From an optimization exercise on the open Yosys and OpenROAD flow, aimed at small area, a short achievable clock period and few clock cycles per item; shortcuts taken in it are not production practice. Function was not checked in any run shown here: the RTL went through the layout flow alone. Power figures rest on the tool's default switching activity, not on a simulated workload.

`design.v`:
```
module crc_unit (
    input  wire        clk,
    input  wire        rst,           
    input  wire        bus_valid,
    input  wire        bus_we,
    input  wire [7:2]  bus_addr,
    input  wire [31:0] bus_wdata,
    input  wire [7:0]  bus_master,
    output wire        bus_ready,
    output wire [31:0] bus_rdata,
    output wire        mem_req,
    output wire [31:2] mem_addr,
    input  wire        mem_gnt,
    input  wire        mem_rvalid,
    input  wire [31:0] mem_rdata,
    input  wire        mem_rerr
);
    localparam [5:0] A_CTRL    = 6'h01;   
    localparam [5:0] A_STAT    = 6'h02;   
    localparam [5:0] A_EVT     = 6'h03;   
    localparam [5:0] A_CFG     = 6'h10;   
    localparam [5:0] A_POLY    = 6'h11;   
    localparam [5:0] A_INIT    = 6'h12;   
    localparam [5:0] A_XOROUT  = 6'h13;   
    localparam [5:0] A_CMD     = 6'h14;   
    localparam [5:0] A_SRC     = 6'h15;   
    localparam [5:0] A_LEN     = 6'h16;   
    localparam [5:0] A_DIN     = 6'h17;   
    localparam [5:0] A_DINB    = 6'h18;   
    localparam [5:0] A_RUN     = 6'h19;   
    localparam [5:0] A_RESULT  = 6'h1A;   
    localparam [5:0] A_EXP     = 6'h1B;   
    localparam [5:0] A_CMP     = 6'h1C;   
    localparam [5:0] A_CLAIM   = 6'h1D;   
    localparam [5:0] A_BYTES   = 6'h1E;   
    localparam [7:0] CMD_INIT  = 8'h01;
    localparam [7:0] CMD_START = 8'h02;
    localparam [7:0] CMD_ABORT = 8'h03;
    localparam [7:0] CMD_CHECK = 8'h04;
    reg        en;
    reg [4:0]  cfg_width;      
    reg        cfg_refout;
    reg        cfg_refin;
    reg [2:0]  cfg_preset;
    reg [31:0] poly_r;
    reg [31:0] init_r;
    reg [31:0] xorout_r;
    reg [31:0] src_r;
    reg [23:0] len_r;
    reg [31:0] exp_r;
    reg        cmp_auto;
    reg        claim_held;
    reg [7:0]  claim_master;
    reg [31:0] bytes_r;
    reg        busy;
    reg        st_match;
    reg        st_cmp_valid;
    reg        st_err;
    reg        ev_access_err;
    reg        ev_cmd_refused;
    reg        ev_mismatch;
    reg        ev_dma_err;
    reg        ev_aborted;
    reg        ev_done;
    reg [31:0] c;              
    reg        rv;             
    reg        fix_rev;        
    reg        fix_mask;       
    reg [31:0] mu_r;           
    reg [2:0]  mu_cnt;         
    reg        rdy;
    reg [1:0]  ph;             
    reg [5:0]  a_q;
    reg        we_q;
    reg [7:0]  m_q;
    reg [7:0]  wd_q;
    reg [31:0] rdata_r;
    reg [31:0] fd;
    reg        din_pend;
    reg        din_b;
    reg        rv_q;
    reg        rerr_q;
    reg [29:0] req_addr;
    reg        req_r;
    reg [1:0]  pend;           
    reg [1:0]  drop;           
    reg        feeding;        
    reg        f_first;        
    reg [23:0] f_lb;           
    reg        fin_pend;       
    reg        fin_err;
    reg [4:0]  p_wm1;
    reg [31:0] p_poly;
    reg [31:0] p_init;
    reg [31:0] p_xorout;
    reg        p_refin;
    reg        p_refout;
    always @* begin
        case (cfg_preset)
            3'd1: begin
                p_wm1 = 5'd31; p_poly = 32'h04C11DB7; p_init = 32'hFFFFFFFF;
                p_xorout = 32'hFFFFFFFF; p_refin = 1'b1; p_refout = 1'b1;
            end
            3'd2: begin
                p_wm1 = 5'd31; p_poly = 32'h1EDC6F41; p_init = 32'hFFFFFFFF;
                p_xorout = 32'hFFFFFFFF; p_refin = 1'b1; p_refout = 1'b1;
            end
            3'd3: begin
                p_wm1 = 5'd15; p_poly = 32'h00001021; p_init = 32'h0000FFFF;
                p_xorout = 32'h00000000; p_refin = 1'b0; p_refout = 1'b0;
            end
            3'd4: begin
                p_wm1 = 5'd7; p_poly = 32'h0000002F; p_init = 32'h000000FF;
                p_xorout = 32'h000000FF; p_refin = 1'b0; p_refout = 1'b0;
            end
            default: begin
                p_wm1 = cfg_width; p_poly = poly_r; p_init = init_r;
                p_xorout = xorout_r; p_refin = cfg_refin; p_refout = cfg_refout;
            end
        endcase
    end
    wire [4:0]  lshift = ~p_wm1;                   
    wire [31:0] wmask  = 32'hFFFFFFFF >> lshift;
    wire [31:0] p_al   = p_poly << lshift;         
    function [31:0] rev32(input [31:0] x);
        integer i;
        begin
            for (i = 0; i < 32; i = i + 1)
                rev32[i] = x[31-i];
        end
    endfunction
    wire [31:0] c_revw  = rev32(c) >> lshift;
    wire [31:0] c_m     = c & wmask;
    wire [31:0] c_hi    = c & ~wmask;     
    wire [31:0] run_val = rv ? c_revw : c_m;
    wire        sel_rev = rv ^ (p_refout != p_refin);
    wire [31:0] result  = (sel_rev ? c_revw : c_m) ^ (p_xorout & wmask);
    wire        cmp_eq  = (result == (exp_r & wmask));
    assign bus_ready = rdy;
    assign bus_rdata = rdata_r;
    wire wr      = rdy && we_q;           
    wire in_blk  = (a_q >= A_CFG) && (a_q <= A_BYTES);
    wire foreign = claim_held && (m_q != claim_master);
    wire locked  = foreign && (in_blk || a_q == A_CTRL);
    wire wr_ok   = wr && !locked;
    wire       cmd_wr    = wr_ok && a_q == A_CMD;
    wire       cmd_init  = cmd_wr && en && !busy && wd_q == CMD_INIT;
    wire       cmd_start = cmd_wr && en && !busy && wd_q == CMD_START;
    wire       cmd_abort = cmd_wr && en &&  busy && wd_q == CMD_ABORT;
    wire       cmd_check = cmd_wr && en && !busy && wd_q == CMD_CHECK;
    wire       cmd_ref   = cmd_wr && !(cmd_init || cmd_start || cmd_abort || cmd_check);
    wire cfg_addr = (a_q == A_CFG) || (a_q == A_POLY) || (a_q == A_INIT) ||
                    (a_q == A_XOROUT) || (a_q == A_SRC) || (a_q == A_LEN) ||
                    (a_q == A_RUN);
    wire din_addr = (a_q == A_DIN) || (a_q == A_DINB);
    wire acc_err = wr && (locked ||
                          (cfg_addr && busy) ||
                          (din_addr && (busy || !en)) ||
                          (a_q == A_CTRL && busy && !wd_q[0]));
    wire wr_cfg  = wr_ok && !busy;
    wire din_acc = wr_ok && din_addr && en && !busy;
    wire run_wr  = wr_cfg && a_q == A_RUN;
    wire poly_wr = wr_cfg && (a_q == A_CFG || a_q == A_POLY);
    wire cfgw    = wr_cfg && a_q == A_CFG;
    wire go_run  = cmd_start && (len_r != 24'd0);
    reg [31:0] rmux;
    always @* begin
        case (a_q)
            A_CTRL:   rmux = {31'h0, en};
            A_STAT:   rmux = {27'h0, st_match, st_cmp_valid, st_err, claim_held, busy};
            A_EVT:    rmux = {ev_access_err, 26'h0, ev_cmd_refused, ev_mismatch,
                              ev_dma_err, ev_aborted, ev_done};
            A_CFG:    rmux = {3'h0, cfg_width, 5'h0, cfg_refout, cfg_refin, 14'h0, cfg_preset};
            A_POLY:   rmux = poly_r;
            A_INIT:   rmux = init_r;
            A_XOROUT: rmux = xorout_r;
            A_SRC:    rmux = src_r;
            A_LEN:    rmux = {8'h0, len_r};
            A_RUN:    rmux = run_val;
            A_RESULT: rmux = result;
            A_EXP:    rmux = exp_r;
            A_CMP:    rmux = {31'h0, cmp_auto};
            A_CLAIM:  rmux = {16'h0, claim_master, 7'h0, claim_held};
            A_BYTES:  rmux = bytes_r;
            default:  rmux = 32'h0;
        endcase
    end
    wire cap = (ph == 2'd1) && !we_q && !din_pend;
    wire mu_ok    = (mu_cnt == 3'd0);
    wire newton   = !mu_ok;
    wire feed_din = din_pend && mu_ok;
    wire resp_act = rv_q && (drop == 2'd0) && feeding;
    wire feed_dma = resp_act && !rerr_q;
    wire dma_err  = resp_act && rerr_q;
    wire feed     = feed_din || feed_dma;
    wire [1:0] dlo   = f_first ? src_r[1:0] : 2'd0;
    wire [2:0] d4    = 3'd4 - {1'b0, dlo};
    wire       dlast = (f_lb[23:3] == 21'd0) && (f_lb[2:0] <= d4);
    wire [2:0] dn    = dlast ? f_lb[2:0] : d4;
    wire [1:0] f_lo  = din_pend ? 2'd0 : dlo;
    wire [2:0] f_n   = din_pend ? (din_b ? 3'd1 : 3'd4) : dn;
    wire [2:0] f_hi  = {1'b0, f_lo} + f_n;
    reg  [31:0] w_o;
    integer     bi;
    always @* begin
        for (bi = 0; bi < 32; bi = bi + 1)
            w_o[bi] = p_refin ? fd[bi] : fd[(bi & ~7) + 7 - (bi & 7)];
    end
    wire [31:0] w_lm = w_o & (32'hFFFFFFFF << {f_lo, 3'b000});
    reg  [31:0] d_al;            
    reg  [31:0] c_sh;            
    reg  [31:0] c_tl;            
    always @* begin
        case (f_hi[1:0])
            2'd0:    d_al = w_lm;               
            2'd3:    d_al = w_lm << 8;
            2'd2:    d_al = w_lm << 16;
            default: d_al = w_lm << 24;
        endcase
        case (f_n[1:0])
            2'd0:    begin c_sh = c_m;        c_tl = 32'h0;      end
            2'd3:    begin c_sh = c_m << 8;   c_tl = c_m >> 24;  end
            2'd2:    begin c_sh = c_m << 16;  c_tl = c_m >> 16;  end
            default: begin c_sh = c_m << 24;  c_tl = c_m >> 8;   end
        endcase
    end
    reg [31:0] nt_a;
    integer    ni;
    always @* begin
        nt_a = 32'h8000_0000;
        for (ni = 1; ni < 16; ni = ni + 1)
            nt_a[31-2*ni] = mu_r[32-ni];
    end
    wire [31:0] e_a   = newton ? nt_a : rev32(c_sh ^ d_al);
    wire [31:0] e_mu  = newton ? {p_al[30:0], 1'b0} : mu_r;
    wire        e_usea = newton ? p_al[31] : 1'b1;
    reg [63:0] e_t;
    reg [31:0] e_q;
    reg [63:0] e_u;
    integer    ei;
    always @* begin
        e_t = 64'h0;
        for (ei = 0; ei < 32; ei = ei + 1)
            if (e_mu[ei]) e_t = e_t ^ ({32'h0, e_a} << ei);
        e_q = (e_usea ? e_a : 32'h0) ^ e_t[63:32];
        e_u = 64'h0;
        for (ei = 0; ei < 32; ei = ei + 1)
            if (e_q[ei]) e_u = e_u ^ ({32'h0, p_al} << ei);
    end
    wire [31:0] c_feed = rev32(e_u[31:0]) ^ c_tl;
    reg [31:0] mu_nt;
    integer    mi;
    always @* begin
        for (mi = 0; mi < 32; mi = mi + 1)
            mu_nt[mi] = e_q[mi] ^ (((mi & 1) == 0) ? mu_r[16 + mi/2] : 1'b0);
    end
    assign mem_req  = req_r;
    assign mem_addr = req_addr;
    wire g       = req_r && mem_gnt;
    wire [1:0] pend_n0 = pend - {1'b0, rv_q};            
    wire [1:0] drop_n  = drop - {1'b0, rv_q && drop != 2'd0};
    wire [1:0] act0    = pend_n0 - drop_n;               
    wire [23:0] f_lb_n = f_lb - (feed_dma ? {21'h0, dn} : 24'h0);
    wire        f_first_n = f_first && !feed_dma;
    wire [4:0]  rem_lo = {1'b0, f_lb_n[3:0]} + (f_first_n ? {3'b0, src_r[1:0]} : 5'd0);
    wire more0 = (f_lb_n[23:4] != 20'd0) || (rem_lo > {1'b0, act0, 2'b00});
    wire more1 = (f_lb_n[23:4] != 20'd0) || (rem_lo > {1'b0, act0 + 2'd1, 2'b00});
    wire keep  = feeding && !dma_err && !cmd_abort &&
                 !(feed_dma && dlast);
    wire req0  = keep && mu_ok && more0 && (pend_n0 != 2'd3);
    wire req1  = keep && mu_ok && more1 && (pend_n0 != 2'd2) && (pend_n0 != 2'd3);
    always @(posedge clk) begin
        a_q    <= bus_addr;
        we_q   <= bus_we;
        m_q    <= bus_master;
        wd_q   <= bus_wdata[7:0];
        rerr_q <= mem_rerr;
        if (din_acc)
            fd <= bus_wdata;
        else if (!din_pend)
            fd <= mem_rdata;
        if (rst) begin
            en             <= 1'b0;
            cfg_width      <= 5'd31;
            cfg_refout     <= 1'b0;
            cfg_refin      <= 1'b0;
            cfg_preset     <= 3'd0;
            poly_r         <= 32'h0;
            init_r         <= 32'h0;
            xorout_r       <= 32'h0;
            src_r          <= 32'h0;
            len_r          <= 24'h0;
            exp_r          <= 32'h0;
            cmp_auto       <= 1'b0;
            claim_held     <= 1'b0;
            claim_master   <= 8'h0;
            bytes_r        <= 32'h0;
            busy           <= 1'b0;
            st_match       <= 1'b0;
            st_cmp_valid   <= 1'b0;
            st_err         <= 1'b0;
            ev_access_err  <= 1'b0;
            ev_cmd_refused <= 1'b0;
            ev_mismatch    <= 1'b0;
            ev_dma_err     <= 1'b0;
            ev_aborted     <= 1'b0;
            ev_done        <= 1'b0;
            c              <= 32'h0;
            rv             <= 1'b0;
            fix_rev        <= 1'b0;
            fix_mask       <= 1'b0;
            mu_r           <= 32'h0;
            mu_cnt         <= 3'd0;
            rdy            <= 1'b0;
            ph             <= 2'd0;
            rdata_r        <= 32'h0;
            din_pend       <= 1'b0;
            din_b          <= 1'b0;
            rv_q           <= 1'b0;
            req_addr       <= 30'h0;
            req_r          <= 1'b0;
            pend           <= 2'd0;
            drop           <= 2'd0;
            feeding        <= 1'b0;
            f_first        <= 1'b0;
            f_lb           <= 24'h0;
            fin_pend       <= 1'b0;
            fin_err        <= 1'b0;
        end else begin
            rv_q <= mem_rvalid;
            case (ph)
                2'd0: begin
                    if (bus_valid) begin
                        ph  <= 2'd1;
                        rdy <= bus_we && !(din_pend && !feed_din);
                    end
                end
                2'd1: begin
                    if (we_q) begin
                        if (rdy) begin
                            ph  <= 2'd0;
                            rdy <= 1'b0;
                        end else
                            rdy <= !(din_pend && !feed_din);
                    end else if (cap) begin
                        ph      <= 2'd2;
                        rdy     <= 1'b1;
                        rdata_r <= rmux;
                    end
                end
                default: begin
                    ph  <= 2'd0;
                    rdy <= 1'b0;
                end
            endcase
            if (wr && a_q == A_EVT) begin
                if (bus_wdata[31]) ev_access_err  <= 1'b0;
                if (bus_wdata[4])  ev_cmd_refused <= 1'b0;
                if (bus_wdata[3])  ev_mismatch    <= 1'b0;
                if (bus_wdata[2])  ev_dma_err     <= 1'b0;
                if (bus_wdata[1])  ev_aborted     <= 1'b0;
                if (bus_wdata[0])  ev_done        <= 1'b0;
            end
            if (acc_err) ev_access_err  <= 1'b1;
            if (cmd_ref) ev_cmd_refused <= 1'b1;
            if (wr_ok && a_q == A_CTRL && !(busy && !wd_q[0]))
                en <= wd_q[0];
            if (cfgw) begin
                cfg_width  <= bus_wdata[28:24];
                cfg_refout <= bus_wdata[18];
                cfg_refin  <= bus_wdata[17];
                cfg_preset <= bus_wdata[2:0];
            end
            if (wr_cfg && a_q == A_POLY)   poly_r   <= bus_wdata;
            if (wr_cfg && a_q == A_INIT)   init_r   <= bus_wdata;
            if (wr_cfg && a_q == A_XOROUT) xorout_r <= bus_wdata;
            if (wr_cfg && a_q == A_SRC)    src_r    <= bus_wdata;
            if (wr_cfg && a_q == A_LEN)    len_r    <= bus_wdata[23:0];
            if (wr_ok && a_q == A_EXP)     exp_r    <= bus_wdata;
            if (wr_ok && a_q == A_CMP)     cmp_auto <= wd_q[0];
            if (wr_ok && a_q == A_CLAIM) begin
                if (wd_q[0] && !claim_held) begin
                    claim_held   <= 1'b1;
                    claim_master <= m_q;
                end else if (!wd_q[0] && claim_held) begin
                    claim_held   <= 1'b0;
                    claim_master <= 8'h0;
                end
            end
            if (poly_wr) begin
                mu_r   <= 32'h0;
                mu_cnt <= 3'd6;
            end else if (newton) begin
                mu_r   <= mu_nt;
                mu_cnt <= mu_cnt - 3'd1;
            end
            fix_rev  <= 1'b0;
            fix_mask <= 1'b0;
            if (run_wr) begin
                c        <= bus_wdata;
                rv       <= 1'b0;
                fix_mask <= 1'b1;
            end else if (cmd_init) begin
                c        <= p_init;
                rv       <= 1'b0;
                fix_rev  <= 1'b1;
            end else if (cfgw) begin
                if (rv) c <= c_revw | c_hi;
                rv <= 1'b0;
            end else if (din_acc || go_run) begin
                if (!p_refin && !rv) c <= c_revw | c_hi;
                rv <= !p_refin;
            end else if (fix_rev) begin
                c  <= c_revw;
                rv <= !p_refin;
            end else if (fix_mask) begin
                c  <= c_m;
            end else if (feed) begin
                c  <= c_feed;
            end
            if (feed)
                bytes_r <= bytes_r + {29'h0, f_n};
            if (cmd_init) begin
                bytes_r      <= 32'h0;
                st_cmp_valid <= 1'b0;
                st_err       <= 1'b0;
            end
            if (cmd_check) begin
                st_cmp_valid <= 1'b1;
                st_match     <= cmp_eq;
                if (!cmp_eq) ev_mismatch <= 1'b1;
            end
            if (din_acc) begin
                din_pend <= 1'b1;
                din_b    <= (a_q == A_DINB);
            end else if (feed_din)
                din_pend <= 1'b0;
            pend <= pend_n0 + {1'b0, g};
            if (cmd_abort || dma_err)
                drop <= pend_n0 + {1'b0, g};
            else
                drop <= drop_n;
            if (g)
                req_addr <= req_addr + 30'd1;
            req_r <= g ? req1 : req0;
            if (feed_dma) begin
                f_lb    <= f_lb_n;
                f_first <= 1'b0;
                if (dlast) begin
                    feeding  <= 1'b0;
                    fin_pend <= 1'b1;
                    fin_err  <= 1'b0;
                end
            end
            if (dma_err) begin
                feeding  <= 1'b0;
                fin_pend <= 1'b1;
                fin_err  <= 1'b1;
            end
            if (cmd_start) begin
                if (len_r == 24'd0) begin
                    ev_done <= 1'b1;
                    if (cmp_auto) begin
                        st_cmp_valid <= 1'b1;
                        st_match     <= cmp_eq;
                        if (!cmp_eq) ev_mismatch <= 1'b1;
                    end
                end else begin
                    busy     <= 1'b1;
                    feeding  <= 1'b1;
                    f_first  <= 1'b1;
                    f_lb     <= len_r;
                    req_addr <= src_r[31:2];
                    req_r    <= mu_ok && (pend_n0 != 2'd3);
                end
            end else if (cmd_abort) begin
                busy       <= 1'b0;
                ev_aborted <= 1'b1;
                feeding    <= 1'b0;
                fin_pend   <= 1'b0;
                req_r      <= 1'b0;
            end else if (fin_pend && !cap) begin
                busy     <= 1'b0;
                fin_pend <= 1'b0;
                if (fin_err) begin
                    st_err     <= 1'b1;
                    ev_dma_err <= 1'b1;
                end else begin
                    ev_done <= 1'b1;
                    if (cmp_auto) begin
                        st_cmp_valid <= 1'b1;
                        st_match     <= cmp_eq;
                        if (!cmp_eq) ev_mismatch <= 1'b1;
                    end
                end
            end
        end
    end
endmodule
```
`run.sh`:
```
#!/bin/bash
# synth_recipe.tcl (not shown) runs the flow's synth.tcl, then flattens the netlist and writes it again
# the make line also repeats each setting of config.mk as NAME=value (left out here)
make -C /OpenROAD-flow-scripts/flow DESIGN_CONFIG=/design/flow/config.mk WORK_HOME=/design/flow/orfs CLKGATE_MAP_FILE= SYNTH_SCRIPT=/design/flow/synth_recipe.tcl finish
```
`config.mk`:
```
export PLATFORM = sky130hd
export DESIGN_NAME = crc_unit
export DESIGN_NICKNAME = crc_unit
export VERILOG_FILES = /design/flow/design.v
export SDC_FILE = /design/flow/constraint.sdc
export NUM_CORES = 4
export LEC_CHECK = 0
export ABC_CLOCK_PERIOD_IN_PS = 5000
export CAP_MARGIN = 20
export CORE_MARGIN = 2
export CORE_UTILIZATION = 40
export SLEW_MARGIN = 20
```
`constraint.sdc`:
```
create_clock -name core_clock -period 30.0 [get_ports {clk}]
set_input_delay 6.0000 -clock core_clock [delete_from_list [all_inputs] [get_ports {clk}]]
set_output_delay 6.0000 -clock core_clock [all_outputs]
set_load 0.01 [all_outputs]
```
==> results of run 1 <==
## how the worst min path moves through the flow
stage                            from          end  slack, ns  depth (start not counted)
after CTS                 rdata_r[18]  rdata_r[18]       0.47                          2
after global routing      rdata_r[18]  rdata_r[18]       0.48                          2
after detailed placement  rdata_r[18]  rdata_r[18]       0.46                          2
after global placement    rdata_r[18]  rdata_r[18]       0.45                          2
after floorplan            ev_aborted   ev_aborted       0.44                          2
final                     rdata_r[18]  rdata_r[18]       0.46                          2
## layer usage
| layer | vias up | wire, µm | GRT usage [%] |
|---|---|---|---|
| met3 | 1078 | 34300 | 12.5 |
| li1 | 22842 | - | - |
| met4 | 12 | 25200 | 33.0 |
| met2 | 3968 | 112000 | 63.7 |
| met5 | - | 80 | 0 |
| met1 | 25068 | 101000 | 54.0 |
## sequential cells by signal, indices dropped and copies added, names as in the netlist, 5 cells and up
register	cells
f_lb	24
req_addr	30
m_q	8
mu_r	31
claim_master	8
wd_q	8
fd	32
src_r	32
a_q	6
cfg_width	5
c	32
init_r	32
rdata_r	32
exp_r	32
poly_r	32
len_r	24
bytes_r	32
xorout_r	32
## cells in the mapped netlist, drive strengths merged, types with 42 or more instances
| cell | count | share of area (%) |
|---|---|---|
| nand2 | 1283 | 10 |
| nor2 | 959 | 7.6 |
| xnor2 | 671 | 12 |
| a21oi | 484 | 5.1 |
| dfxtp | 441 | 19 |
| clkbuf | 415 | 3.4 |
| o21ai | 295 | 3.1 |
| xor2 | 271 | 5.0 |
| mux2i | 168 | 3.6 |
| nand3 | 142 | 1.5 |
| nor3 | 128 | 1.4 |
| xnor3 | 123 | 5.9 |
| a211oi | 112 | 1.8 |
| buf | 112 | 1.1 |
| a22oi | 76 | 1.2 |
| o22ai | 64 | 0.85 |
| o211ai | 57 | 0.90 |
| inv | 56 | 0.44 |
| nor2b | 51 | 0.67 |
| a31oi | 47 | 0.62 |
| a222oi | 45 | 0.95 |
| and2 | 42 | 0.56 |
## placed cells by master (no fill, tap or decap), types with 58 or more instances in the layout
| cell | netlist | routed |
|---|---|---|
| a22oi_1 | 76 | 76 |
| nand2_1 | 1282 | 1281 |
| nand3_1 | 142 | 141 |
| a21oi_1 | 483 | 479 |
| xnor3_1 | 122 | 122 |
| a211oi_1 | 112 | 109 |
| nor2_1 | 958 | 949 |
| o22ai_1 | 64 | 64 |
| xor2_1 | 270 | 269 |
| mux2i_1 | 167 | 166 |
| o21ai_0 | 276 | 270 |
| buf_4 | 7 | 266 |
| xnor2_1 | 671 | 664 |
| clkbuf_16 | 0 | 58 |
| dfxtp_1 | 441 | 438 |
| nor3_1 | 126 | 115 |
| clkdlybuf4s50_1 | 0 | 147 |
## worst max-delay path, stage by stage, from the launching register on
cell and delay, ns:
dfxtp_1 0.43, and2_0 0.37, inv_1 0.21, ha_1 0.38
inv_1 0.16, ha_1 0.26, and3b_1 0.20, o21ai_1 0.51
a311oi_1 0.23, or4_1 0.92, or3_4 0.53, a221oi_1 0.57
or3_1 0.71, nand2_2 0.11, xnor3_1 0.36, xnor3_1 0.39
xnor3_1 0.36, xnor3_2 0.82, nor2_2 0.06, xnor2_1 0.18
xnor3_1 0.23, xnor3_1 0.37, xnor3_1 0.43, a2111oi_0 0.45
nor4_1 0.08
## cell type report
| cell class | instances | area share [%] |
|---|---|---|
| multi-input combinational | 5607 | 67.0 |
| sequential | 473 | 18.5 |
| timing repair buffer | 416 | 6.63 |
| tap | 1536 | 3.63 |
| clock buffer | 78 | 3.09 |
| clock inverter | 30 | 0.765 |
| inverter | 62 | 0.439 |
| antenna | 4 | 0.0189 |
## cell families (layout without fill, tap and decap cells)
logic type | count (synthesis) | count (layout) | synth area share [%]
multiplexers | 219 | 219 | 5.19
buffers and inverters | 589 | 586 | 4.93
flip-flops | 473 | 473 | 20.7
AND/OR/NAND/NOR | 2857 | 2857 | 25.5
other | 0 | 4 | 0
adder cells (fa/ha/maj) | 30 | 30 | 0.825
AO/OA/AOI/OAI | 1431 | 1431 | 19.3
XOR/XNOR | 1070 | 1070 | 23.6
## report_power, final
| group | switching [µW] | total [µW] | internal (µW) |
|---|---|---|---|
| Clock | 330 | 777 | 447 |
| Sequential | 31.3 | 683 | 652 |
| Combinational | 1600 | 2200 | 605 |
| Total | 1960 | 3660 | 1700 |
## stage by stage
stage               worst slack (ns)  power (µW)  cell area, µm²  cells
finish                         20.45        3660           53000   8206
detailed placement             20.76        2800           50900   8094
global route                   20.03        3670           53000   8202
CTS                            20.71        3570           53000   8202
floorplan                      21.86        1920           47300   6669
global placement               20.85        2800           50900   8093
==> results_dict.tcl, run 1 <==
set metrics [dict create \
    status "complete, no violations" \
    post-route-period-util_pct 31.8 \
    worstSetupPathType "reg -> reg" \
    endpoint_kind "flip-flop" \
    finalSetupViolations 0 \
    pwr_density_cell_mw_per_mm2 69.0 \
    worstHoldPathType "reg -> reg" \
    rr_startpoint "f_first" \
    first_pass_iters 10 \
    cts-root-buf "clkbuf_16" \
    hold-worst-slack_ns 0.464 \
    drt-total-wl_um 273000 \
    regToRegEndpoint "c[3]" \
    yosysSeqAreaShare_pct 20.7 \
    core-area_mm2 0.118 \
    synth-seq-cells 473 \
    port_buffers 148 \
    grt_pass1_wl_um 381000 \
    grt_max_degree 169 \
    skew_ns 0.0573 \
    start_util_pct 40.2 \
    insertion_delay_ns 0.72 \
    rsz0062_at_grt "no" \
    worstSetupStartpoint "f_first" \
    reg2regPathDepth 24 \
    critPathLaunchType "flip-flop" \
    drive_gt1_share_pct 7.98 \
    viasPerCell 6.45 \
    die_w_um 348 \
    hold_buffers 0 \
    multi_input_area_mm2 0.0355 \
    worst_ep_required_time_ns 30.51 \
    drtIter0Drc 9171 \
    async_reset_ff_share_pct 0 \
    leakagePower_uw 0.0191 \
    vias 52968 \
    synth_fp_nets 6781 \
    die-area_mm2 0.121 \
    maxSlewViolCount 0 \
    hpwl_um 198000 \
    nets 6730 \
    max_slew_margin_pct 10.4 \
    cts_setup_buffers 0 \
    cts_buffer_depth 3 \
    htreeDepth 2 \
    hold_violations 0 \
    vdd_drop_max_mv 0.144 \
    routabilityCongestion 1.06 \
    tightest_slew_ns 1.33 \
    worstPathArrival_ns 10.06 \
    syn_area_per_cell_um2 7.09 \
    antenna_found_initial 10 \
    synth_cell_type_count 102 \
    ys_warn_count 1 \
    cts_resized 0 \
    register_area_mm2 0.00979 \
    fmax_ghz 0.105 \
    nFillCells 12107 \
    cts_tree "done" \
    ios 149 \
    drcViolationCount 0 \
    endpoint "c[3]" \
    setup_tns_ns 0 \
    final_util_pct 45.1 \
    wire_per_inst_um 33.3 \
    rrSetupSlack_ns 20.45 \
    gr-total-overflow 0 \
    die_y_um 348 \
    period_needed_ns 9.55 \
    synth-edff-count 32 \
    crit_path_max_fanout 28 \
    rows 126 \
    synth_cells 6669 \
    track_usage_pct 43.6 \
    area_delta_synth_final_pct 12.1 \
    grt_pass1_vias 49145 \
    clock-sinks 473 \
    clk_transition_reported_paths_ns 0.06 \
    cts_made_buffers 58 \
    synth_area_mm2 0.0473 \
    synthFlopType "dfxtp_1" \
    detail-route-antenna-nets 0 \
    maxCapViolations 0 \
]
==> run 2, diff against run 1 <==
--- a/design.v
+++ b/design.v
@@ -66,5 +66,5 @@
     reg        rv;             
-    reg        fix_rev;        
-    reg        fix_mask;       
+    reg        conv;           
     reg [31:0] mu_r;           
+    reg [31:0] p_alr;          
     reg [2:0]  mu_cnt;         
@@ -74,3 +74,3 @@
     reg        we_q;
-    reg [7:0]  m_q;
+    reg        foreign_q;      
     reg [7:0]  wd_q;
@@ -78,7 +78,13 @@
     reg [31:0] fd;
-    reg        din_pend;
-    reg        din_b;
+    reg        din_pend;       
     reg        rv_q;
     reg        rerr_q;
+    reg [3:0]  s_n;            
+    reg [9:0]  s_d;            
+    reg [3:0]  sn;             
+    reg [9:0]  sd;
+    reg        nt;             
+    reg        s_last;         
     reg [29:0] req_addr;
+    reg [29:0] req_nxt;        
     reg        req_r;
@@ -123,3 +129,2 @@
     wire [31:0] wmask  = 32'hFFFFFFFF >> lshift;
-    wire [31:0] p_al   = p_poly << lshift;         
     function [31:0] rev32(input [31:0] x);
@@ -131,9 +136,2 @@
     endfunction
-    wire [31:0] c_revw  = rev32(c) >> lshift;
-    wire [31:0] c_m     = c & wmask;
-    wire [31:0] c_hi    = c & ~wmask;     
-    wire [31:0] run_val = rv ? c_revw : c_m;
-    wire        sel_rev = rv ^ (p_refout != p_refin);
-    wire [31:0] result  = (sel_rev ? c_revw : c_m) ^ (p_xorout & wmask);
-    wire        cmp_eq  = (result == (exp_r & wmask));
     assign bus_ready = rdy;
@@ -142,4 +140,3 @@
     wire in_blk  = (a_q >= A_CFG) && (a_q <= A_BYTES);
-    wire foreign = claim_held && (m_q != claim_master);
-    wire locked  = foreign && (in_blk || a_q == A_CTRL);
+    wire locked  = foreign_q && (in_blk || a_q == A_CTRL);
     wire wr_ok   = wr && !locked;
@@ -165,2 +162,17 @@
     wire go_run  = cmd_start && (len_r != 24'd0);
+    wire cap = (ph == 2'd1) && !we_q && !din_pend;
+    wire mu_ok    = (mu_cnt == 3'd0);
+    wire sh_use   = (cap && (a_q == A_RUN || a_q == A_RESULT)) ||
+                    (wr && (a_q == A_CMD || a_q == A_CFG)) || conv;
+    wire nstep    = nt && !sh_use;
+    wire        sel_p   = nstep;
+    wire [31:0] sh_in   = sel_p ? p_poly : (cmd_init ? p_init : c);
+    wire [31:0] sh_out  = rev32(sh_in) >> lshift;
+    wire [31:0] p_al    = rev32(sh_out);              
+    wire [31:0] c_m     = c & wmask;
+    wire [31:0] c_hi    = c & ~wmask;     
+    wire        view_run = (ph == 2'd1) && !we_q && (a_q == A_RUN);
+    wire        v_rev    = rv ^ (!view_run && (p_refout != p_refin));
+    wire [31:0] crc_view = (v_rev ? sh_out : c_m) ^ (view_run ? 32'h0 : (p_xorout & wmask));
+    wire        cmp_eq   = (crc_view == (exp_r & wmask));
     reg [31:0] rmux;
@@ -178,4 +190,4 @@
             A_LEN:    rmux = {8'h0, len_r};
-            A_RUN:    rmux = run_val;
-            A_RESULT: rmux = result;
+            A_RUN:    rmux = crc_view;
+            A_RESULT: rmux = crc_view;
             A_EXP:    rmux = exp_r;
@@ -187,6 +199,2 @@
     end
-    wire cap = (ph == 2'd1) && !we_q && !din_pend;
-    wire mu_ok    = (mu_cnt == 3'd0);
-    wire newton   = !mu_ok;
-    wire feed_din = din_pend && mu_ok;
     wire resp_act = rv_q && (drop == 2'd0) && feeding;
@@ -194,10 +202,4 @@
     wire dma_err  = resp_act && rerr_q;
+    wire feed_din = din_pend && mu_ok;
     wire feed     = feed_din || feed_dma;
-    wire [1:0] dlo   = f_first ? src_r[1:0] : 2'd0;
-    wire [2:0] d4    = 3'd4 - {1'b0, dlo};
-    wire       dlast = (f_lb[23:3] == 21'd0) && (f_lb[2:0] <= d4);
-    wire [2:0] dn    = dlast ? f_lb[2:0] : d4;
-    wire [1:0] f_lo  = din_pend ? 2'd0 : dlo;
-    wire [2:0] f_n   = din_pend ? (din_b ? 3'd1 : 3'd4) : dn;
-    wire [2:0] f_hi  = {1'b0, f_lo} + f_n;
     reg  [31:0] w_o;
@@ -208,20 +210,2 @@
     end
-    wire [31:0] w_lm = w_o & (32'hFFFFFFFF << {f_lo, 3'b000});
-    reg  [31:0] d_al;            
-    reg  [31:0] c_sh;            
-    reg  [31:0] c_tl;            
-    always @* begin
-        case (f_hi[1:0])
-            2'd0:    d_al = w_lm;               
-            2'd3:    d_al = w_lm << 8;
-            2'd2:    d_al = w_lm << 16;
-            default: d_al = w_lm << 24;
-        endcase
-        case (f_n[1:0])
-            2'd0:    begin c_sh = c_m;        c_tl = 32'h0;      end
-            2'd3:    begin c_sh = c_m << 8;   c_tl = c_m >> 24;  end
-            2'd2:    begin c_sh = c_m << 16;  c_tl = c_m >> 16;  end
-            default: begin c_sh = c_m << 24;  c_tl = c_m >> 8;   end
-        endcase
-    end
     reg [31:0] nt_a;
@@ -233,5 +217,21 @@
     end
-    wire [31:0] e_a   = newton ? nt_a : rev32(c_sh ^ d_al);
-    wire [31:0] e_mu  = newton ? {p_al[30:0], 1'b0} : mu_r;
-    wire        e_usea = newton ? p_al[31] : 1'b1;
+    reg  [31:0] d_al;            
+    reg  [31:0] c_sh;            
+    reg  [31:0] c_tl;            
+    always @* begin
+        d_al[7:0]   = {8{sd[0]}} & w_o[7:0];
+        d_al[15:8]  = ({8{sd[1]}} & w_o[15:8])  | ({8{sd[4]}} & w_o[7:0]);
+        d_al[23:16] = ({8{sd[2]}} & w_o[23:16]) | ({8{sd[5]}} & w_o[15:8]) |
+                      ({8{sd[7]}} & w_o[7:0]);
+        d_al[31:24] = ({8{sd[3]}} & w_o[31:24]) | ({8{sd[6]}} & w_o[23:16]) |
+                      ({8{sd[8]}} & w_o[15:8])  | ({8{sd[9]}} & w_o[7:0]);
+        c_sh = ({32{sn[3]}} & c_m)         | ({32{sn[2]}} & (c_m << 8)) |
+               ({32{sn[1]}} & (c_m << 16)) | ({32{sn[0]}} & (c_m << 24)) |
+               ({32{nt}} & rev32(nt_a));
+        c_tl = ({32{s_n[2]}} & (c_m >> 24)) | ({32{s_n[1]}} & (c_m >> 16)) |
+               ({32{s_n[0]}} & (c_m >> 8));
+    end
+    wire [31:0] e_a    = rev32(c_sh ^ d_al);
+    wire [31:0] e_mu   = nt ? {p_alr[30:0], 1'b0} : mu_r;
+    wire        e_usea = nt ? p_alr[31] : 1'b1;
     reg [63:0] e_t;
@@ -247,3 +247,3 @@
         for (ei = 0; ei < 32; ei = ei + 1)
-            if (e_q[ei]) e_u = e_u ^ ({32'h0, p_al} << ei);
+            if (e_q[ei]) e_u = e_u ^ ({32'h0, p_alr} << ei);
     end
@@ -256,2 +256,24 @@
     end
+    function [14:0] shape(input [1:0] lo, input [2:0] n);
+        reg [2:0] hi;
+        reg [1:0] k;
+        reg [9:0] d;
+        integer   b;
+        begin
+            hi = {1'b0, lo} + n;           
+            k  = 3'd4 - hi;                
+            d  = 10'b0;
+            for (b = 0; b < 4; b = b + 1) begin
+                if (b >= k && (b - k) >= lo) begin
+                    case (k)
+                        2'd0: d[b] = 1'b1;
+                        2'd1: d[4 + b - 1] = 1'b1;
+                        2'd2: d[7 + b - 2] = 1'b1;
+                        default: d[9] = 1'b1;
+                    endcase
+                end
+            end
+            shape = {d, 1'b0, (n == 3'd4), (n == 3'd3), (n == 3'd2), (n == 3'd1)};
+        end
+    endfunction
     assign mem_req  = req_r;
@@ -259,2 +281,3 @@
     wire g       = req_r && mem_gnt;
+    wire [2:0] s_cnt = {s_n[3], s_n[2] | s_n[1], s_n[2] | s_n[0]};       
     wire [1:0] pend_n0 = pend - {1'b0, rv_q};            
@@ -262,3 +285,3 @@
     wire [1:0] act0    = pend_n0 - drop_n;               
-    wire [23:0] f_lb_n = f_lb - (feed_dma ? {21'h0, dn} : 24'h0);
+    wire [23:0] f_lb_n = f_lb - (feed_dma ? {21'h0, s_cnt} : 24'h0);
     wire        f_first_n = f_first && !feed_dma;
@@ -267,6 +290,65 @@
     wire more1 = (f_lb_n[23:4] != 20'd0) || (rem_lo > {1'b0, act0 + 2'd1, 2'b00});
-    wire keep  = feeding && !dma_err && !cmd_abort &&
-                 !(feed_dma && dlast);
+    wire keep  = feeding && !dma_err && !cmd_abort && !(feed_dma && s_last);
     wire req0  = keep && mu_ok && more0 && (pend_n0 != 2'd3);
     wire req1  = keep && mu_ok && more1 && (pend_n0 != 2'd2) && (pend_n0 != 2'd3);
+    wire        first_last = ({8'h0, len_r} <= (32'd4 - src_r[1:0]));
+    wire [2:0]  first_n    = first_last ? len_r[2:0] : (3'd4 - {1'b0, src_r[1:0]});
+    wire        next_last  = (f_lb_n <= 24'd4);
+    wire [2:0]  next_n     = next_last ? f_lb_n[2:0] : 3'd4;
+    always @(posedge clk) begin
+        if (nstep) begin
+            mu_r  <= mu_nt;
+            p_alr <= p_al;
+        end
+        if (go_run) begin
+            req_addr <= src_r[31:2];
+            req_nxt  <= src_r[31:2] + 30'd1;
+        end else if (g) begin
+            req_addr <= req_nxt;
+            req_nxt  <= {req_addr[29:1] + 29'd1, req_addr[0]};
+        end
+        if (go_run) begin
+            f_first <= 1'b1;
+            f_lb    <= len_r;
+        end else if (feed_dma) begin
+            f_first <= 1'b0;
+            f_lb    <= f_lb_n;
+        end
+        if (feed_dma || dma_err)
+            fin_err <= dma_err;
+        if (din_acc)
+            {s_d, s_last, s_n} <= (a_q == A_DINB) ? shape(2'd0, 3'd1) : shape(2'd0, 3'd4);
+        else if (go_run) begin
+            {s_d, s_last, s_n} <= shape(src_r[1:0], first_n);
+            s_last <= first_last;
+        end else if (feed_dma) begin
+            {s_d, s_last, s_n} <= shape(2'd0, next_n);
+            s_last <= next_last;
+        end
+    end
+    wire       nt_n = poly_wr || !(mu_cnt == 3'd0 || (mu_cnt == 3'd1 && nstep));
+    reg  [3:0] s_n_n;
+    reg  [9:0] s_d_n;
+    always @* begin
+        s_n_n = s_n;
+        s_d_n = s_d;
+        if (din_acc)
+            {s_d_n, s_n_n} = (a_q == A_DINB) ? {shape(2'd0, 3'd1)} >> 5 << 4 | shape(2'd0, 3'd1) & 15
+                                            : {shape(2'd0, 3'd4)} >> 5 << 4 | shape(2'd0, 3'd4) & 15;
+        else if (go_run)
+            {s_d_n, s_n_n} = shape(src_r[1:0], first_n) >> 5 << 4 | shape(src_r[1:0], first_n) & 15;
+        else if (feed_dma)
+            {s_d_n, s_n_n} = shape(2'd0, next_n) >> 5 << 4 | shape(2'd0, next_n) & 15;
+    end
+    always @(posedge clk) begin
+        if (rst) begin
+            nt <= 1'b1;
+            sn <= 4'b0;
+            sd <= 10'b0;
+        end else begin
+            nt <= nt_n;
+            sn <= nt_n ? 4'b0 : s_n_n;
+            sd <= nt_n ? 10'b0 : s_d_n;
+        end
+    end
     always @(posedge clk) begin
@@ -274,5 +356,6 @@
         we_q   <= bus_we;
-        m_q    <= bus_master;
+        foreign_q <= claim_held && (bus_master != claim_master);
         wd_q   <= bus_wdata[7:0];
         rerr_q <= mem_rerr;
+        rdata_r <= rmux;
         if (din_acc)
@@ -308,14 +391,9 @@
             c              <= 32'h0;
-            rv             <= 1'b0;
-            fix_rev        <= 1'b0;
-            fix_mask       <= 1'b0;
-            mu_r           <= 32'h0;
-            mu_cnt         <= 3'd0;
+            rv             <= 1'b1;       
+            conv           <= 1'b0;
+            mu_cnt         <= 3'd7;       
             rdy            <= 1'b0;
             ph             <= 2'd0;
-            rdata_r        <= 32'h0;
             din_pend       <= 1'b0;
-            din_b          <= 1'b0;
             rv_q           <= 1'b0;
-            req_addr       <= 30'h0;
             req_r          <= 1'b0;
@@ -324,6 +402,3 @@
             feeding        <= 1'b0;
-            f_first        <= 1'b0;
-            f_lb           <= 24'h0;
             fin_pend       <= 1'b0;
-            fin_err        <= 1'b0;
         end else begin
@@ -345,5 +420,4 @@
                     end else if (cap) begin
-                        ph      <= 2'd2;
-                        rdy     <= 1'b1;
-                        rdata_r <= rmux;
+                        ph  <= 2'd2;
+                        rdy <= 1'b1;
                     end
@@ -383,3 +457,3 @@
                     claim_held   <= 1'b1;
-                    claim_master <= m_q;
+                    claim_master <= bus_master;
                 end else if (!wd_q[0] && claim_held) begin
@@ -390,29 +464,22 @@
             if (poly_wr) begin
-                mu_r   <= 32'h0;
-                mu_cnt <= 3'd6;
-            end else if (newton) begin
-                mu_r   <= mu_nt;
+                mu_cnt <= 3'd7;
+            end else if (nstep)
                 mu_cnt <= mu_cnt - 3'd1;
-            end
-            fix_rev  <= 1'b0;
-            fix_mask <= 1'b0;
+            conv <= 1'b0;
             if (run_wr) begin
-                c        <= bus_wdata;
-                rv       <= 1'b0;
-                fix_mask <= 1'b1;
+                c    <= bus_wdata & wmask;
+                rv   <= 1'b0;
+                conv <= 1'b1;
             end else if (cmd_init) begin
-                c        <= p_init;
-                rv       <= 1'b0;
-                fix_rev  <= 1'b1;
+                c    <= sh_out;
+                rv   <= !p_refin;
             end else if (cfgw) begin
-                if (rv) c <= c_revw | c_hi;
-                rv <= 1'b0;
-            end else if (din_acc || go_run) begin
-                if (!p_refin && !rv) c <= c_revw | c_hi;
-                rv <= !p_refin;
-            end else if (fix_rev) begin
-                c  <= c_revw;
-                rv <= !p_refin;
-            end else if (fix_mask) begin
-                c  <= c_m;
+                if (rv) c <= sh_out | c_hi;
+                rv   <= 1'b0;
+                conv <= 1'b1;
+            end else if (conv) begin
+                if (!p_refin && !rv) begin
+                    c  <= sh_out | c_hi;
+                    rv <= 1'b1;
+                end
             end else if (feed) begin
@@ -421,3 +488,3 @@
             if (feed)
-                bytes_r <= bytes_r + {29'h0, f_n};
+                bytes_r <= bytes_r + {29'h0, s_cnt};
             if (cmd_init) begin
@@ -432,6 +499,5 @@
             end
-            if (din_acc) begin
+            if (din_acc)
                 din_pend <= 1'b1;
-                din_b    <= (a_q == A_DINB);
-            end else if (feed_din)
+            else if (feed_din)
                 din_pend <= 1'b0;
@@ -442,13 +508,6 @@
                 drop <= drop_n;
-            if (g)
-                req_addr <= req_addr + 30'd1;
             req_r <= g ? req1 : req0;
-            if (feed_dma) begin
-                f_lb    <= f_lb_n;
-                f_first <= 1'b0;
-                if (dlast) begin
-                    feeding  <= 1'b0;
-                    fin_pend <= 1'b1;
-                    fin_err  <= 1'b0;
-                end
+            if (feed_dma && s_last) begin
+                feeding  <= 1'b0;
+                fin_pend <= 1'b1;
             end
@@ -457,3 +516,2 @@
                 fin_pend <= 1'b1;
-                fin_err  <= 1'b1;
             end
@@ -470,5 +528,2 @@
                     feeding  <= 1'b1;
-                    f_first  <= 1'b1;
-                    f_lb     <= len_r;
-                    req_addr <= src_r[31:2];
                     req_r    <= mu_ok && (pend_n0 != 2'd3);
==> run 2 against run 1 <==
Against the previous run:
- die area rose by 5.0%
- fmax up 17%
- worst hold slack improved by 0.0074 ns
- first-iteration DRC count down 7.3%
- core utilization shrank 0.57 points
- worst setup slack better by 1.4 ns
- register-to-register slack improved by 1.7 ns
- combinational power shrank about 90%
- clock power rose by 5.3%
==> results_dict.tcl, run 2 <==
set metrics [dict create \
    met1_usage_pct 48.7 \
    post-synth-top-count-cell "nand2_1" \
    synth_compound_area_share_pct 18.0 \
    grt_pass1_vias 47603 \
    die_w_um 356 \
    worst_ep_required_time_ns 30.48 \
    yosys-top-cells-area "dfxtp_1 (15%), xnor2_1 (13%), edfxtp_1 (12%)" \
    synth_common_cells "nand2_1 (1495), xnor2_1 (733), nor2_1 (714)" \
    endpoint_kind "flip-flop" \
    clk_transition_reported_paths_ns 0.06 \
    setup_tns_ns 0 \
    die-area_mm2 0.127 \
    status "complete, no violations" \
    maxCapViolations 0 \
    viasPerCell 6.35 \
    core-area_mm2 0.123 \
    finalWorstSetupSlack_ns 21.85 \
    grt_pass1_wl_um 353000 \
    pwr_density_cell_mw_per_mm2 33.8 \
    drive_gt1_share_pct 7.43 \
    synth_area_mm2 0.0497 \
    synthAdderAreaFrac_pct 1.09 \
    vias 51632 \
    max_slew_margin_pct 7.63 \
    hpwl_um 178000 \
    synth_xor_area_share_pct 23.7 \
    muxShareOfSynthArea_pct 2.49 \
    mostFrequentLayoutCell "nand2_1" \
    place_ws_ns 21.40 \
    critPathSlowestCell "buf_4" \
    synth_fp_nets 6663 \
    slowest_delay_ns 0.98 \
    detail-route-antenna-nets 0 \
    nFillCells 12384 \
    nets 6560 \
    cts_tree "done" \
    cts_made_buffers 67 \
    vdd_drop_max_mv 0.0388 \
    synth_top_family_by_area "XOR/XNOR gates" \
    htreeDepth 3 \
    synth_top_area_cell "dfxtp_1" \
    synth-seq-cells 556 \
    synthFlopType "dfxtp_1" \
    final_cell_mix "nand2_1 (1492), xnor2_1 (727), nor2_1 (705)" \
    synth_top_area_share_pct 14.5 \
    post-route-period-util_pct 27.2 \
    period_needed_ns 8.15 \
    finalSetupViolations 0 \
    leakagePower_uw 0.0191 \
    grt.busiest_layer "met2" \
    hold_violations 0 \
    worstSetupPathType "in -> reg" \
    synth_cells 6538 \
    rsz0062_at_grt "no" \
    crit_top_cell "buf_4" \
    maxSlewViolCount 0 \
    skew_ns 0.0211 \
    ios 149 \
    cts_buffer_depth 3 \
    grt_use_met3_pct 8.71 \
    synth_simple_gate_area_share_pct 23.1 \
    wire_per_inst_um 30.7 \
    crit_path_max_fanout 98 \
    critPathLaunchType "primary input" \
    antenna_found_initial 19 \
    tightest_slew_ns 1.37 \
    async_reset_ff_share_pct 0 \
    worstHoldPathType "reg -> reg" \
    instances_no_fill 8133 \
    drtIter0Drc 8498 \
    cts_setup_buffers 0 \
    insertion_delay_ns 0.65 \
    rows 129 \
    gr-total-overflow 0 \
    drcViolationCount 0 \
    track_usage_pct 38.0 \
    port_buffers 148 \
    dp.cells 8002 \
    start_util_pct 40.2 \
    use_met2_pct 57.8 \
    syn_area_per_cell_um2 7.60 \
    grt_max_degree 99 \
    hold_buffers 0 \
    ys_warn_count 1 \
    clock-sinks 556 \
    area_delta_synth_final_pct 10.6 \
    routabilityCongestion 1.08 \
    cp_cell_sequence "clkbuf_8, buf_4, buf_4, a21oi_1" \
    cts_resized 0 \
    drt-total-wl_um 250000 \
    first_pass_iters 7 \
    synth_cell_type_count 110 \
    fmax_ghz 0.123 \
    die_y_um 356 \
    synth-edff-count 195 \
    cts-root-buf "clkbuf_16" \
    worstPathArrival_ns 8.63 \
    yosysSeqAreaShare_pct 26.3 \
]
## run 2: cell count changes in the layout (fill, tap and decap cells not counted), sizes merged, moves of 34 or more
| cell | delta |
|---|---|
| o211ai | +34 |
| o21ai | -94 |
| xnor2 | +70 |
| buf | -45 |
| dfxtp | -80 |
| nand2 | +213 |
| edfxtp | +163 |
| xor2 | -34 |
| nor2 | -244 |
| mux2i | -78 |
| o22ai | -34 |
| a211oi | -62 |
| nor3 | -65 |
## run 2: kinds of logic after synthesis
kind of cell,Yosys count
AO/OA/AOI/OAI,1354
XOR/XNOR,1116
adder cells (fa/ha/maj),42
buffers and inverters,616
flip-flops,556
multiplexers,119
AND/OR/NAND/NOR,2735
## run 2: path summary, 6_finish.rpt
check / startpoint / to / slack [ns] / cells after the start
setup / recovery: rst / exp_r[11] / 21.85 / 4
hold / removal: st_cmp_valid / st_cmp_valid / 0.47 / 2
setup reg to reg: cfg_preset[0] / c[14] / 22.12 / 19
hold reg to reg: st_cmp_valid / st_cmp_valid / 0.47 / 2
## run 2: worst max-delay path: cells and delay by family
kind	cells	cell delay (ns)
buffers and inverters	3	2.37
AO/OA/AOI/OAI	1	0.13
## run 2: per-layer routing
| layer | share of wire (%) | vias up |
|---|---|---|
| met2 | 43 | 3665 |
| met5 | 0.055 | - |
| met4 | 7.4 | 16 |
| met1 | 38 | 24831 |
| met3 | 11 | 860 |
| li1 | - | 22260 |
## run 2: per-stage QoR
stage | hold WS, ns | util [%] | power, µW | cell area, µm²
3_5_place_dp | 0.461 | 42.8 | 1040 | 52800
4_1_cts | 0.470 | 44.5 | 1850 | 54900
5_1_grt | 0.492 | 44.5 | 1890 | 54900
2_1_floorplan | 0.435 | - | 939 | 49700
3_3_place_gp | 0.442 | 42.8 | 1040 | 52800
6_report | 0.471 | 44.5 | 1860 | 55000
## run 2: power by group
group	leakage [µW]	switching, µW	internal [µW]
logic	0.0132	166	63.9
registers	0.00490	16.5	791
clock network	0.00104	358	461
## run 2: layout make-up
cell class | instances | area (µm²) | area share, %
multi-input combinational | 5366 | 34300 | 62.3
clock buffer | 96 | 1890 | 3.44
clock inverter | 23 | 228 | 0.414
tap | 1637 | 2050 | 3.73
antenna | 11 | 27.5 | 0.0501
timing repair buffer | 369 | 3130 | 5.70
sequential | 556 | 13100 | 23.8
inverter | 75 | 284 | 0.517
==> run 3, diff against run 2 <==
==> flow/run.sh (new file) <==
#!/bin/bash
# Layout flow: the standard flow (standard synthesis, floorplan, power
# grid, placement, CTS, routing) with one change: the timing repair after CTS
# and after global routing aims for SETUP_SLACK_MARGIN ns of setup slack
# instead of 0, so that the layout reaches a shorter period than the clock's.
# The clock, its period and the I/O constraints are the standard flow's, unchanged.
set -euo pipefail
MARGIN=$(cat flow/margin.txt)
bash standard.sh SETUP_SLACK_MARGIN="$MARGIN" finish > standard_flow.log 2>&1
==> flow/margin.txt (new file) <==
22.5
==> standard.sh (new file) <==
#!/bin/bash
# synth_recipe.tcl (not shown) runs the flow's synth.tcl, then flattens the netlist and writes it again
# the make line also repeats each setting of config.mk as NAME=value (left out here)
make -C /OpenROAD-flow-scripts/flow DESIGN_CONFIG=/design/flow/config.mk WORK_HOME=/design/flow/orfs CLKGATE_MAP_FILE= SYNTH_SCRIPT=/design/flow/synth_recipe.tcl "${@:-finish}"
removed: run.sh
==> run 3 against run 2 <==
Against the previous run:
- still clean
- fmax grew 7.5%
- die area is the same
- combinational power is essentially flat
- clock power grew 6.6%
- sequential share of layout area shrank 0.14 points
- first-iteration DRC count shrank 8.3%
- core utilization grew 0.25 points
- area after synthesis is the same
- sequential cell count is the same
- clock skew grew 0.024 ns
- register-to-register slack gained 0.30 ns
- largest power group unchanged
- highest routed layer unchanged
==> results_dict.tcl, run 3 <==
set metrics [dict create \
    status "complete, no violations" \
    async_reset_ff_share_pct 0 \
    cp_cell_sequence "buf_4, o21ba_2, buf_4, o21ai_1, o31ai_1, nand4_1, a21oi_1, xnor2_1, xnor3_1, xnor3_1, xnor3_1, xnor3_2, buf_4, nand2_1, xnor2_1, xnor3_1, xnor3_1, nor2_1, o22ai_1" \
    synth_top_area_share_pct 14.5 \
    area_delta_synth_final_pct 11.2 \
    max_slew_margin_pct 12.4 \
    die_y_um 356 \
    insertion_delay_ns 0.68 \
    hold_violations 0 \
    endpoint_kind "flip-flop" \
    finalSetupViolations 0 \
    place_ws_ns 21.44 \
    drt-total-wl_um 255000 \
    detail-route-antenna-nets 0 \
    grt_pass1_vias 48026 \
    synth-edff-count 195 \
    nets 6579 \
    hold-worst-slack_ns 0.465 \
    post-synth-top-count-cell "nand2_1" \
    maxCapViolations 0 \
    port_buffers 148 \
    synth_top_area_cell "dfxtp_1" \
    drtIter0Drc 7796 \
    ios 149 \
    cts_buffer_depth 3 \
    crit_path_max_fanout 38 \
    synth_area_mm2 0.0497 \
    drive_gt1_share_pct 7.99 \
    pwr_density_cell_mw_per_mm2 34.6 \
    final_cell_mix "nand2_1 (1489), xnor2_1 (726), nor2_1 (706)" \
    synth_common_cells "nand2_1 (1495), xnor2_1 (733), nor2_1 (714)" \
    start_util_pct 40.2 \
    skew_ns 0.0454 \
    clock-sinks 556 \
    core-area_mm2 0.123 \
    finalWorstSetupSlack_ns 22.42 \
    antenna_found_initial 17 \
    wire_per_inst_um 31.3 \
    hpwl_um 181000 \
    grt_pass1_wl_um 360000 \
    fmax_ghz 0.132 \
    synth_fp_nets 6663 \
    clk_transition_reported_paths_ns 0.06 \
    routabilityCongestion 1.07 \
    drcViolationCount 0 \
    worstHoldPathType "reg -> reg" \
    vdd_drop_max_mv 0.0394 \
    worstSetupPathType "reg -> reg" \
    mostFrequentLayoutCell "nand2_1" \
    maxSlewViolCount 0 \
    worstPathArrival_ns 8.10 \
    cts_tree "done" \
    ys_warn_count 1 \
    first_pass_iters 8 \
    post-route-period-util_pct 25.3 \
    viasPerCell 6.37 \
    critPathLaunchType "flip-flop" \
    die-area_mm2 0.127 \
    cts_made_buffers 69 \
    cts-root-buf "clkbuf_16" \
    synth-seq-cells 556 \
    synth_cells 6538 \
    total_power_uw 1910 \
    slowest_delay_ns 0.67 \
    track_usage_pct 38.8 \
    synthFlopType "dfxtp_1" \
    tightest_slew_ns 1.31 \
    htreeDepth 3 \
    critPathSlowestCell "o31ai_1" \
    rows 129 \
    nFillCells 12275 \
    worst_ep_required_time_ns 30.52 \
    die_w_um 356 \
    rsz0062_at_grt "yes" \
    vias 51877 \
    grt_max_degree 102 \
    gr-total-overflow 0 \
    yosysSeqAreaShare_pct 26.3 \
    synth_cell_type_count 110 \
    period_needed_ns 7.58 \
    yosys-top-cells-area "dfxtp_1 (15%), xnor2_1 (13%), edfxtp_1 (12%)" \
    setup_tns_ns 0 \
    leakagePower_uw 0.0196 \
    syn_area_per_cell_um2 7.60 \
    crit_top_cell "xnor3_1" \
]
[run 3: cell counts after synthesis]
No cell type changed its count.
[run 3: final cells by class]
type                    count  area [µm²]  area share, %
well taps                1637        2050           3.71
flip-flops and latches    556       13100           23.7
repair buffers            386        3190           5.77
clock buffers              97        2000           3.61
clock inverters            25         310          0.561
diodes                      6        15.0         0.0272
multi-input cells        5366       34300           62.1
inverters                  75         284          0.514
[run 3: worst paths after layout]
kind            startpoint     end  slack [ns]  cells past startpoint
max          cfg_preset[1]    c[8]       22.42                     19
min                 st_err  st_err        0.46                      2
max reg2reg  cfg_preset[1]    c[8]       22.42                     19
min reg2reg         st_err  st_err        0.46                      2
[run 3: logic make-up (layout without fill, tap and decap cells)]
family | count (synthesis) | in the layout | synth area share, %
AO/OA/AOI/OAI | 1354 | 1354 | 18.0
XOR/XNOR | 1116 | 1116 | 23.7
adder cells (fa/ha/maj) | 42 | 42 | 1.09
buffers and inverters | 616 | 583 | 5.35
flip-flops | 556 | 556 | 26.3
multiplexers | 119 | 119 | 2.49
other | 0 | 6 | 0
AND/OR/NAND/NOR | 2735 | 2735 | 23.1
[run 3: layer usage]
metal | global-route usage, % | wire [µm]
met2 | 58.3 | 108000
met1 | 49.7 | 97600
met3 | 9.44 | 29200
met5 | 0 | 95
met4 | 25.1 | 20000
[run 3: critical path, delay by kind of cell, from the launching register on]
kind / cells / cell delay [ns]
xor gates and xnor gates: 8 / 2.61
AOI/OAI and AO/OA: 5 / 1.83
buffers and inverters: 3 / 1.30
and+or+nand+nor: 3 / 1.09
DFF: 1 / 0.48
[run 3: what timing repair did]
action | CTS | global route
gates resized for setup | 70 | 15
hold buffers | 0 | 0
buffers inserted | 11 | 7
setup endpoints to repair | 167 | 118
[run 3: metrics by stage]
step | instances | utilization (%) | area [µm²]
5_1_grt | 8143 | 44.7 | 55300
4_1_cts | 8135 | 44.7 | 55100
6_report | 8148 | 44.8 | 55300
2_1_floorplan | 6538 | - | 49700
3_3_place_gp | 8002 | 42.8 | 52800
3_5_place_dp | 8002 | 42.8 | 52800
[run 3: power breakdown]
group / switching (µW) / internal [µW] / total, µW
sequential: 16.8 / 792 / 808
combinational: 167 / 65.0 / 232
clock: 367 / 505 / 872

## re-timing with driven ports
In the flow no input, the clock included, has a driving cell. The finished layouts below were timed again as built, in two steps.
Step 1 assumes that a clkbuf_16 drives the clock port and a buf_2 every other input.
Step 2, shift: input delay + t, output delay - t, t = (earliest + latest rising clock arrival at the registers) / 2. This alone moves slack from input paths to output paths.
a / b / c = ideal / step 1 / step 2; a / b = the first two.
run	t, ns	setup slack, ns	worst setup path at the end
run 1	0.760	20.451 / 20.451 / 20.451	register to register
run 2	0.716	21.854 / 21.767 / 21.051	input to register
run 3	0.736	22.420 / 22.420 / 21.721	input to register
After both steps setup and hold are still met in every run listed. For run 2, which loses most, drivers alone change the setup slack by -0.087 ns; drivers and shift together by -0.803 ns.
